Context: an optimization exercise on an open-source flow, tuned for small area, a short achievable clock period and few clock cycles per item. The choices shown serve that exercise and are no tape-out recipe.
RTL that was checked went through simulation tests only; none was proved equivalent to the original.
No activity file was given, so power comes from the tool's default toggle rates.

==> trial 18: inputs <==
## aligned_sum16
module aligned_sum16 (
    input  wire        clk,
    input  wire        rst,           
    input  wire        in_valid,
    output wire        in_ready,
    input  wire [31:0] in_a,
    input  wire [31:0] in_b,
    output reg         out_valid,
    output reg  [31:0] out_result,
    output reg  [5:0]  out_flush,     
    output wire [4:0]  out_inf        
);
    localparam [31:0] CANON_NAN = 32'h7fc0_0000;
    reg  [3:0]  cnt;                  
    reg  [15:0] rsv;                  
    reg         rsv_clr;              
    reg         rdy;                  
    wire        acc_in  = in_valid & in_ready;
    wire        in_last = (cnt == 4'd15);
    assign in_ready = rdy;
    always @(posedge clk) begin
        if (rst) begin
            cnt     <= 4'd0;
            rsv     <= 16'd0;
            rsv_clr <= 1'b0;
            rdy     <= 1'b1;
        end else begin
            if (acc_in) cnt <= cnt + 4'd1;
            rsv_clr <= acc_in & in_last;
            rdy     <= ~(rsv[4] & ~rsv_clr) | (acc_in & in_last);
            rsv <= {rsv[0] & ~rsv_clr, rsv[15:4] & {12{~rsv_clr}}, (rsv[3] & ~rsv_clr) | acc_in,
                    rsv[2:1] & {2{~rsv_clr}}};
        end
    end
  ...
==> flow/config.mk <==
export PLATFORM = sky130hd
export DESIGN_NAME = aligned_sum16
export DESIGN_NICKNAME = aligned_sum16
export VERILOG_FILES = /design/flow/design.v
export SDC_FILE = /design/flow/constraint.sdc
export NUM_CORES = 4
export LEC_CHECK = 0
export CAP_MARGIN = 20
export CORE_MARGIN = 2
export CORE_UTILIZATION = 60
export SETUP_SLACK_MARGIN = 5
export SLEW_MARGIN = 20
==> flow/constraint.sdc <==
create_clock -name core_clock -period 14.0 [get_ports {clk}]
set_input_delay 2.8000 -clock core_clock [delete_from_list [all_inputs] [get_ports {clk}]]
set_output_delay 2.8000 -clock core_clock [all_outputs]
set_load 0.01 [all_outputs]
standard.sh (not shown) runs the stock make flow with config.mk's settings and CLKGATE_MAP_FILE= SYNTH_SCRIPT=/design/flow/synth_recipe.tcl, a recipe that flattens the netlist after the stock synthesis.
==> flow/flow/run.sh <==
#!/bin/bash
# The standard layout (standard.sh: ORFS from synthesis to the final layout) with two
# changes to how the layout is made; the SDC, the clock period and the steps are the standard
# ones:
#  - the clock tree uses larger sink clusters and no dummy loads, which saves clock buffers.
# ORFS writes each step's full log under orfs/logs/; make's own output goes to flow_standard.log.
set -euo pipefail
bash standard.sh \
  SETUP_SLACK_MARGIN=10 \
  "CTS_ARGS=-sink_clustering_enable -repair_clock_nets -dont_use_dummy_load -sink_clustering_size 25 -sink_clustering_max_diameter 80" \
  finish > flow_standard.log 2>&1
==> build 77 (differences from trial 18) <==
--- a/flow/design.v
+++ b/flow/design.v
@@ -236,42 +236,53 @@
     reg [4:0]  u1_lz;
     always @(posedge clk) begin
         u1_v    <= acc_done & ~rst;
         u1_neg  <= acc[31];
         u1_mag  <= mag;
         u1_lz   <= lz;
         u1_zero <= (acc == 32'd0);
     end
-    wire [30:0] nrm    = u1_mag << u1_lz;
+    wire [30:0] nrm = u1_mag << u1_lz;
     wire        rnd_up = nrm[6] & ((|nrm[5:0]) | nrm[7]);
-    wire        cy     = rnd_up & (&nrm[30:7]);           
-    wire [24:0] qr     = {1'b0, nrm[30:7]} + {24'd0, rnd_up};
-    wire [8:0]  top0   = r_e + 9'd4 - {4'd0, u1_lz};
-    wire        over   = cy ? (top0 > 9'd405) : (top0 > 9'd406);
-    wire        tiny   = cy ? (top0 < 9'd152) : (top0 < 9'd153);
-    wire [7:0]  bexp   = cy ? (top0[7:0] - 8'd151) : (top0[7:0] - 8'd152);
+    reg        u2_v, u2_neg, u2_zero, u2_up, u2_cy;
+    reg [23:0] u2_q;
+    reg [4:0]  u2_lz;
     always @(posedge clk) begin
-        out_valid <= u1_v & ~rst;
+        u2_v     <= u1_v & ~rst;
+        u2_neg   <= u1_neg;
+        u2_zero  <= u1_zero;
+        u2_up    <= rnd_up;
+        u2_cy    <= rnd_up & (&nrm[30:7]);
+        u2_q     <= nrm[30:7];
+        u2_lz    <= u1_lz;
+    end
+    wire [24:0] qr    = {1'b0, u2_q} + {24'd0, u2_up};
+    wire [9:0]  top   = {1'b0, r_e} + 10'd4 - {5'd0, u2_lz} + {9'd0, u2_cy};
+    wire        over  = top > 10'd406;
+    wire        tiny  = top < 10'd153;
+    wire [7:0]  bexp  = top[7:0] - 8'd152;
+    always @(posedge clk) begin
+        out_valid <= u2_v & ~rst;
         out_flush <= r_flush;
         if (r_nan)
             out_result <= CANON_NAN;
         else if (r_inf)
             out_result <= {r_infn, 8'hff, 23'd0};
         else if (!r_nz)
             out_result <= {r_negz, 31'd0};
-        else if (u1_zero)
+        else if (u2_zero)
             out_result <= 32'd0;
         else if (over)
-            out_result <= {u1_neg, 8'hff, 23'd0};
+            out_result <= {u2_neg, 8'hff, 23'd0};
         else if (tiny) begin
-            out_result <= {u1_neg, 31'd0};
+            out_result <= {u2_neg, 31'd0};
             out_flush  <= r_flush + 6'd1;
         end else
-            out_result <= {u1_neg, bexp, qr[22:0]};
+            out_result <= {u2_neg, bexp, qr[22:0]};
     end
 endmodule
 module mul_tree_a (
     input  wire [22:0] fa,
     input  wire [22:0] fb,
     output wire [47:0] r0,
     output wire [47:0] r1,
     output wire [47:0] r2,
- CORE_UTILIZATION: 60 -> 40
==> trial 66 (differences from trial 18) <==
--- a/flow/design.v
+++ b/flow/design.v
@@ -236,42 +236,53 @@
     reg [4:0]  u1_lz;
     always @(posedge clk) begin
         u1_v    <= acc_done & ~rst;
         u1_neg  <= acc[31];
         u1_mag  <= mag;
         u1_lz   <= lz;
         u1_zero <= (acc == 32'd0);
     end
-    wire [30:0] nrm    = u1_mag << u1_lz;
+    wire [30:0] nrm = u1_mag << u1_lz;
     wire        rnd_up = nrm[6] & ((|nrm[5:0]) | nrm[7]);
-    wire        cy     = rnd_up & (&nrm[30:7]);           
-    wire [24:0] qr     = {1'b0, nrm[30:7]} + {24'd0, rnd_up};
-    wire [8:0]  top0   = r_e + 9'd4 - {4'd0, u1_lz};
-    wire        over   = cy ? (top0 > 9'd405) : (top0 > 9'd406);
-    wire        tiny   = cy ? (top0 < 9'd152) : (top0 < 9'd153);
-    wire [7:0]  bexp   = cy ? (top0[7:0] - 8'd151) : (top0[7:0] - 8'd152);
+    reg        u2_v, u2_neg, u2_zero, u2_up, u2_cy;
+    reg [23:0] u2_q;
+    reg [4:0]  u2_lz;
     always @(posedge clk) begin
-        out_valid <= u1_v & ~rst;
+        u2_v     <= u1_v & ~rst;
+        u2_neg   <= u1_neg;
+        u2_zero  <= u1_zero;
+        u2_up    <= rnd_up;
+        u2_cy    <= rnd_up & (&nrm[30:7]);
+        u2_q     <= nrm[30:7];
+        u2_lz    <= u1_lz;
+    end
+    wire [24:0] qr    = {1'b0, u2_q} + {24'd0, u2_up};
+    wire [9:0]  top   = {1'b0, r_e} + 10'd4 - {5'd0, u2_lz} + {9'd0, u2_cy};
+    wire        over  = top > 10'd406;
+    wire        tiny  = top < 10'd153;
+    wire [7:0]  bexp  = top[7:0] - 8'd152;
+    always @(posedge clk) begin
+        out_valid <= u2_v & ~rst;
         out_flush <= r_flush;
         if (r_nan)
             out_result <= CANON_NAN;
         else if (r_inf)
             out_result <= {r_infn, 8'hff, 23'd0};
         else if (!r_nz)
             out_result <= {r_negz, 31'd0};
-        else if (u1_zero)
+        else if (u2_zero)
             out_result <= 32'd0;
         else if (over)
-            out_result <= {u1_neg, 8'hff, 23'd0};
+            out_result <= {u2_neg, 8'hff, 23'd0};
         else if (tiny) begin
-            out_result <= {u1_neg, 31'd0};
+            out_result <= {u2_neg, 31'd0};
             out_flush  <= r_flush + 6'd1;
         end else
-            out_result <= {u1_neg, bexp, qr[22:0]};
+            out_result <= {u2_neg, bexp, qr[22:0]};
     end
 endmodule
 module mul_tree_a (
     input  wire [22:0] fa,
     input  wire [22:0] fb,
     output wire [47:0] r0,
     output wire [47:0] r1,
     output wire [47:0] r2,
==> build 75 (differences from trial 18) <==
--- a/flow/design.v
+++ b/flow/design.v
@@ -9,30 +9,27 @@
     output reg  [31:0] out_result,
     output reg  [5:0]  out_flush,     
     output wire [4:0]  out_inf        
 );
     localparam [31:0] CANON_NAN = 32'h7fc0_0000;
     reg  [3:0]  cnt;                  
     reg  [15:0] rsv;                  
     reg         rsv_clr;              
-    reg         rdy;                  
     wire        acc_in  = in_valid & in_ready;
     wire        in_last = (cnt == 4'd15);
-    assign in_ready = rdy;
+    assign in_ready = ~rsv[3] | rsv_clr;
     always @(posedge clk) begin
         if (rst) begin
             cnt     <= 4'd0;
             rsv     <= 16'd0;
             rsv_clr <= 1'b0;
-            rdy     <= 1'b1;
         end else begin
             if (acc_in) cnt <= cnt + 4'd1;
             rsv_clr <= acc_in & in_last;
-            rdy     <= ~(rsv[4] & ~rsv_clr) | (acc_in & in_last);
             rsv <= {rsv[0] & ~rsv_clr, rsv[15:4] & {12{~rsv_clr}}, (rsv[3] & ~rsv_clr) | acc_in,
                     rsv[2:1] & {2{~rsv_clr}}};
         end
     end
     reg        s0_v, s0_first, s0_last;
     reg [31:0] s0_a, s0_b;
     always @(posedge clk) begin
         s0_a <= in_a;
@@ -236,42 +233,53 @@
     reg [4:0]  u1_lz;
     always @(posedge clk) begin
         u1_v    <= acc_done & ~rst;
         u1_neg  <= acc[31];
         u1_mag  <= mag;
         u1_lz   <= lz;
         u1_zero <= (acc == 32'd0);
     end
-    wire [30:0] nrm    = u1_mag << u1_lz;
+    wire [30:0] nrm = u1_mag << u1_lz;
     wire        rnd_up = nrm[6] & ((|nrm[5:0]) | nrm[7]);
-    wire        cy     = rnd_up & (&nrm[30:7]);           
-    wire [24:0] qr     = {1'b0, nrm[30:7]} + {24'd0, rnd_up};
-    wire [8:0]  top0   = r_e + 9'd4 - {4'd0, u1_lz};
-    wire        over   = cy ? (top0 > 9'd405) : (top0 > 9'd406);
-    wire        tiny   = cy ? (top0 < 9'd152) : (top0 < 9'd153);
-    wire [7:0]  bexp   = cy ? (top0[7:0] - 8'd151) : (top0[7:0] - 8'd152);
+    reg        u2_v, u2_neg, u2_zero, u2_up, u2_cy;
+    reg [23:0] u2_q;
+    reg [4:0]  u2_lz;
+    always @(posedge clk) begin
+        u2_v     <= u1_v & ~rst;
+        u2_neg   <= u1_neg;
+        u2_zero  <= u1_zero;
+        u2_up    <= rnd_up;
+        u2_cy    <= rnd_up & (&nrm[30:7]);
+        u2_q     <= nrm[30:7];
+        u2_lz    <= u1_lz;
+    end
+    wire [24:0] qr    = {1'b0, u2_q} + {24'd0, u2_up};
+    wire [9:0]  top   = {1'b0, r_e} + 10'd4 - {5'd0, u2_lz} + {9'd0, u2_cy};
+    wire        over  = top > 10'd406;
+    wire        tiny  = top < 10'd153;
+    wire [7:0]  bexp  = top[7:0] - 8'd152;
     always @(posedge clk) begin
-        out_valid <= u1_v & ~rst;
+        out_valid <= u2_v & ~rst;
         out_flush <= r_flush;
         if (r_nan)
             out_result <= CANON_NAN;
         else if (r_inf)
             out_result <= {r_infn, 8'hff, 23'd0};
         else if (!r_nz)
             out_result <= {r_negz, 31'd0};
-        else if (u1_zero)
+        else if (u2_zero)
             out_result <= 32'd0;
         else if (over)
-            out_result <= {u1_neg, 8'hff, 23'd0};
+            out_result <= {u2_neg, 8'hff, 23'd0};
         else if (tiny) begin
-            out_result <= {u1_neg, 31'd0};
+            out_result <= {u2_neg, 31'd0};
             out_flush  <= r_flush + 6'd1;
         end else
-            out_result <= {u1_neg, bexp, qr[22:0]};
+            out_result <= {u2_neg, bexp, qr[22:0]};
     end
 endmodule
 module mul_tree_a (
     input  wire [22:0] fa,
     input  wire [22:0] fb,
     output wire [47:0] r0,
     output wire [47:0] r1,
     output wire [47:0] r2,
==> flow/flow/run.sh (replaced) <==
#!/bin/bash
set -euo pipefail
bash standard.sh SETUP_SLACK_MARGIN=10 finish > flow_standard.log 2>&1
- CORE_UTILIZATION: 60 -> 40
==> run_results.csv <==
group,metric,value,unit
die,design.die.area,132800,um2
logic_synthesis,synth_mux_area_share,3.931,%
clocking,clock_latency,0.73,ns
critical_path,rrSetupSlack,10.08,ns
outcome,status,"complete, no violations",
timing,max_freq,243.8,MHz
cells_and_area,fin_util,45.77,%
critical_path,crit_buf_inv,1,
grt,antenna_found_initial,2,
[end of results for build 75]
==> run_results.csv <==
group,metric,value,unit
critical_path,cp_num_cells,1,
logic_synthesis,synth_compound_gate_area_share,6.171,%
logic_synthesis,synth_area_leaders,"dfxtp_1, fa_1, edfxtp_1",
critical_path,rrSetupSlack,10.13,ns
clocking,clock_latency,0.68,ns
critical_path,crit_buf_inv,1,
die,design.die.area,133000,um2
grt,antenna_found_initial,2,
timing,max_freq,249.1,MHz
cells_and_area,fin_util,43.99,%
outcome,status,"complete, no violations",
[end of results for build 77]
==> run_results.csv <==
group,metric,value,unit
outcome,status,"complete, no violations",
clocking,clock_latency,0.67,ns
die,design.die.area,88080,um2
grt,antenna_found_initial,0,
timing,max_freq,250.2,MHz
critical_path,crit_buf_inv,0,
logic_synthesis,synth_mux_area_share,4.281,%
critical_path,rrSetupSlack,10.00,ns
cells_and_area,fin_util,65.63,%
[end of results for trial 18]
==> run_results.csv <==
group,metric,value,unit
outcome,status,"complete, no violations",
cells_and_area,fin_util,64.78,%
die,design.die.area,89120,um2
timing,max_freq,252.0,MHz
clocking,clock_latency,0.69,ns
critical_path,crit_buf_inv,3,
grt,antenna_found_initial,1,
logic_synthesis,synth_mux_area_share,3.993,%
critical_path,rrSetupSlack,10.03,ns
[end of results for trial 66]
Testbench counts of build 77, summed over its fixed seeds: cycles 5,312, sums 320.
Testbench counts of trial 66, summed over its fixed seeds: cycles 5,312, sums 320.
Only the layout flow was run in trial 18 and build 75; the RTL was not checked for function there.

* * *

==> run Z <==
aligned_sum16, a different RTL version from the one above (not shown whole).
clock: 14.0 ns
lec_check: 0
abc_area: 1
cap_margin: 20
core_margin: 2
core_utilization: 60
setup_slack_margin: 5
slew_margin: 20
==> flow/flow/run.sh <==
#!/bin/bash
# The standard layout (standard.sh: ORFS from synthesis to the final layout) with three
# changes to how the layout is made; the SDC, the clock period and the steps are the standard
# ones:
#  - the clock tree uses larger sink clusters and no dummy loads, which saves clock buffers;
#  - every input and output port still gets its own buffer, but a plain buf_1 instead of the
#    larger delay buffer ORFS picks by default (the repair may still resize it).
# ORFS writes each step's full log under orfs/logs/; make's own output goes to flow_standard.log.
set -euo pipefail
bash standard.sh \
  SETUP_SLACK_MARGIN=10 \
  "CTS_ARGS=-sink_clustering_enable -repair_clock_nets -dont_use_dummy_load -sink_clustering_size 30 -sink_clustering_max_diameter 80" \
  "BUFFER_PORTS_ARGS=-buffer_cell sky130_fd_sc_hd__buf_1" \
  finish > flow_standard.log 2>&1
==> run C: changes against run Z <==
--- a/flow/design.v
+++ b/flow/design.v
@@ -145,36 +145,35 @@
         for (k = 0; k < 15; k = k + 1)
             ring[k] <= ring[k + 1];
         ring[15] <= s2_v ? {s2_sign, w_code, w_m} : ring[0];
     end
     reg        f_nan, f_infp, f_infn, f_nz, f_negz;
     reg [8:0]  f_e;
     reg [5:0]  f_flush;
     reg [4:0]  f_inf;
-    wire       n_nan   = (s2_first ? 1'b0 : f_nan)  | s2_nan;
-    wire       n_infp  = (s2_first ? 1'b0 : f_infp) | w_infp;
-    wire       n_infn  = (s2_first ? 1'b0 : f_infn) | w_infn;
-    wire       n_nz    = (s2_first ? 1'b0 : f_nz)   | w_keep;
-    wire       n_negz  = (s2_first ? 1'b1 : f_negz) & s2_negz;
+    wire       w_first = s2_v & s2_first;
+    wire       n_nan   = (w_first ? 1'b0 : f_nan)  | (s2_v & s2_nan);
+    wire       n_infp  = (w_first ? 1'b0 : f_infp) | (s2_v & w_infp);
+    wire       n_infn  = (w_first ? 1'b0 : f_infn) | (s2_v & w_infn);
+    wire       n_nz    = (w_first ? 1'b0 : f_nz)   | (s2_v & w_keep);
+    wire       n_negz  = (w_first ? 1'b1 : f_negz) & (~s2_v | s2_negz);
     wire       w_gt    = w_keep & (w_hi ? (s2_c0 >= f_e) : (s2_c0 > f_e));
-    wire [8:0] n_e     = (s2_first || w_gt) ? w_code : f_e;
-    wire [5:0] n_flush = (s2_first ? 6'd0 : f_flush) + {4'd0, s2_sub};
-    wire [4:0] n_inf   = (s2_first ? 5'd0 : f_inf) + {4'd0, w_ovf};
-    always @(posedge clk) begin
-        if (s2_v) begin
-            f_nan   <= n_nan;
-            f_infp  <= n_infp;
-            f_infn  <= n_infn;
-            f_nz    <= n_nz;
-            f_negz  <= n_negz;
-            f_e     <= n_e;
-            f_flush <= n_flush;
-            f_inf   <= n_inf;
-        end
+    wire [8:0] n_e     = (w_first || (s2_v && w_gt)) ? w_code : f_e;
+    wire [5:0] n_flush = (w_first ? 6'd0 : f_flush) + {4'd0, s2_sub & {2{s2_v}}};
+    wire [4:0] n_inf   = (w_first ? 5'd0 : f_inf) + {4'd0, s2_v & w_ovf};
+    always @(posedge clk) begin
+        f_nan   <= n_nan;
+        f_infp  <= n_infp;
+        f_infn  <= n_infn;
+        f_nz    <= n_nz;
+        f_negz  <= n_negz;
+        f_e     <= n_e;
+        f_flush <= n_flush;
+        f_inf   <= n_inf;
     end
     reg        k_nan, k_inf, k_infn, k_nz, k_negz;
     reg [8:0]  k_e;
     reg [5:0]  k_flush;
     reg [4:0]  k_inf_cnt;
     reg        k_act;
     reg [3:0]  k_cnt;
     always @(posedge clk) begin
@@ -214,17 +213,17 @@
         c1_m     <= h_al ^ {27{h_sign}};
     end
     reg  [31:0] acc;                  
     reg         acc_done;
     wire [31:0] acc_base = c1_first ? 32'd0 : acc;
     wire [31:0] acc_add  = {{5{c1_sign}}, c1_m};
     wire [32:0] acc_sum  = {acc_base, 1'b1} + {acc_add, c1_sign};    
     always @(posedge clk) begin
-        if (c1_v) acc <= acc_sum[32:1];
+        acc <= acc_sum[32:1];       
         acc_done <= c1_v & c1_last & ~rst;
     end
     reg        r_nan, r_inf, r_infn, r_nz, r_negz;
     reg [8:0]  r_e;
     reg [5:0]  r_flush;
     reg [4:0]  r_inf_cnt;
     always @(posedge clk) begin
         if (k_act && k_cnt == 4'd15) begin
@@ -239,31 +238,24 @@
         end
     end
     assign out_inf = r_inf_cnt;
     wire [30:0] mag = acc[31] ? (~acc[30:0] + 31'd1) : acc[30:0];
     reg        u1_busy, u1_neg, u1_zero;
     reg [30:0] u1_mag;
     reg [4:0]  u1_lz;                 
     wire       u1_v = u1_busy & (u1_mag[30] | u1_zero);    
+    wire       u1_by4 = (u1_mag[30:27] == 4'd0);
     always @(posedge clk) begin
         if (acc_done) begin
             u1_neg  <= acc[31];
             u1_zero <= (acc == 32'd0);
-            u1_mag  <= mag;
-            u1_lz   <= 5'd0;
-        end else if (u1_busy && !u1_v) begin
-            if (u1_mag[30:27] == 4'd0) begin
-                u1_mag <= {u1_mag[26:0], 4'd0};
-                u1_lz  <= u1_lz + 5'd4;
-            end else begin
-                u1_mag <= {u1_mag[29:0], 1'b0};
-                u1_lz  <= u1_lz + 5'd1;
-            end
         end
+        u1_mag <= acc_done ? mag : (u1_by4 ? {u1_mag[26:0], 4'd0} : {u1_mag[29:0], 1'b0});
+        u1_lz  <= acc_done ? 5'd0 : (u1_lz + (u1_by4 ? 5'd4 : 5'd1));
         if (rst)
             u1_busy <= 1'b0;
         else if (acc_done)
             u1_busy <= 1'b1;
         else if (u1_v)
             u1_busy <= 1'b0;
     end
     wire [30:0] nrm    = u1_mag;
==> flow/flow/run.sh (replaced) <==
#!/bin/bash
# The standard layout (standard.sh: ORFS from synthesis to the final layout) with three
# changes to how the layout is made; the SDC, the clock period and the steps are the standard
# ones:
#  - the clock tree uses larger sink clusters and no dummy loads, which saves clock buffers;
#  - every input and output port still gets its own buffer, but a plain buf_1 instead of the
#    larger delay buffer ORFS picks by default (the repair may still resize it).
# ORFS writes each step's full log under orfs/logs/; make's own output goes to flow_standard.log.
set -euo pipefail
bash standard.sh \
  SETUP_SLACK_MARGIN=10 \
  "CTS_ARGS=-sink_clustering_enable -repair_clock_nets -dont_use_dummy_load -sink_clustering_size 25 -sink_clustering_max_diameter 80" \
  "BUFFER_PORTS_ARGS=-buffer_cell sky130_fd_sc_hd__buf_1" \
  finish > flow_standard.log 2>&1
==> flow/config.mk (replaced) <==
export PLATFORM = sky130hd
export DESIGN_NAME = aligned_sum16
export DESIGN_NICKNAME = aligned_sum16
export VERILOG_FILES = /design/flow/design.v
export SDC_FILE = /design/flow/constraint.sdc
export NUM_CORES = 4
export LEC_CHECK = 0
export ABC_AREA = 1
export CAP_MARGIN = 20
export CORE_MARGIN = 2
export CORE_UTILIZATION = 70
export SETUP_SLACK_MARGIN = 5
export SLEW_MARGIN = 20
==> comparison <==
- Clock power: run Z is lower than run C (about 4%).
- Between run C and run Z, the lower non-clock buffer count is in run C (gap 10).
- In run C the combinational power is higher than in run Z, by about 12%.
- Between run C and run Z, the lower register-to-register slack is in run C (gap 0.05 ns).
- In run C the via count is higher than in run Z, by 3.4%.
- Against run Z, the routed wire length of run C is lower by 1.4%.
- In run C the sequential share of layout area is lower than in run Z, by 1.1 points.
- Clock skew is about the same in run Z and run C.
==> figures <==
quantity                                                                           run Z                    run C
Share of synthesized cell area in and, or, nand and nor gates                      10.8%                    12.5%
Fraction of power spent switching nets                                             39.8%                    41.5%
Net count, final                                                                    5382                     5481
Non-clock buffers, area share                                                      1.32%                    1.24%
Storage cell area                                                              23600 µm²                22700 µm²
Status                                                           complete, no violations  complete, no violations
Wire length on met1                                                             53400 µm                 49700 µm
Hpwl dp                                                                         84400 µm                 83000 µm
#MultiIn Comb                                                                       2923                     3032
Placeable core area                                                            79000 µm²                67200 µm²
Portion of the post-synthesis area used by sequential elements                     49.3%                    47.9%
Post-route fraction of the period consumed by the critical path                    28.3%                    28.4%
Starting density of the core                                                       60.7%                    70.7%
Met3 Routed Length                                                               9740 µm                 11300 µm
Routed wirelength normalized by instance count                                   19.6 µm                  19.6 µm
Worst-Margin Slew                                                                1.11 ns                  1.13 ns
Synthesized-area fraction occupied by ao, oa, aoi and oai cells                    10.2%                    9.92%
Testbench counts of run Z, summed over its fixed seeds: cycles 5,313, sums 320.
The RTL of run C was laid out without a check of its function.

[port drivers added, routing unchanged]
How much do the figures lean on ideal ports? The routed layouts below were timed once more, with nothing changed but the port constraints.
Step 1: set_driving_cell puts a clkbuf_16 on clk and a buf_2 on each other input, an assumption about the parent block.
Step 2 moves the port delays by t, midway between the first and last clock arrival at a register: inputs arrive t later, outputs are due t later. That takes back most of the time a late clock gives input paths.
Three values: no drivers, after step 1, after step 2; two values: the first two.
run	t, ns	setup WS [ns]	latest minus earliest clock arrival (ns)
trial 18	0.696	10.003 / 9.979 / 9.581	0.097 / 0.097
build 77	0.705	9.986 / 9.917 / 9.578	0.092 / 0.092
trial 66	0.717	10.032 / 9.966 / 9.530	0.088 / 0.088
build 75	0.772	9.898 / 9.833 / 9.548	0.056 / 0.056
run Z	0.691	10.043 / 9.976 / 10.066	0.085 / 0.084
run C	0.680	10.023 / 9.957 / 10.011	0.087 / 0.087
After both steps every run listed still meets setup and hold. For trial 66, which loses most, drivers alone change the setup slack by -0.066 ns; drivers and shift together by -0.502 ns.
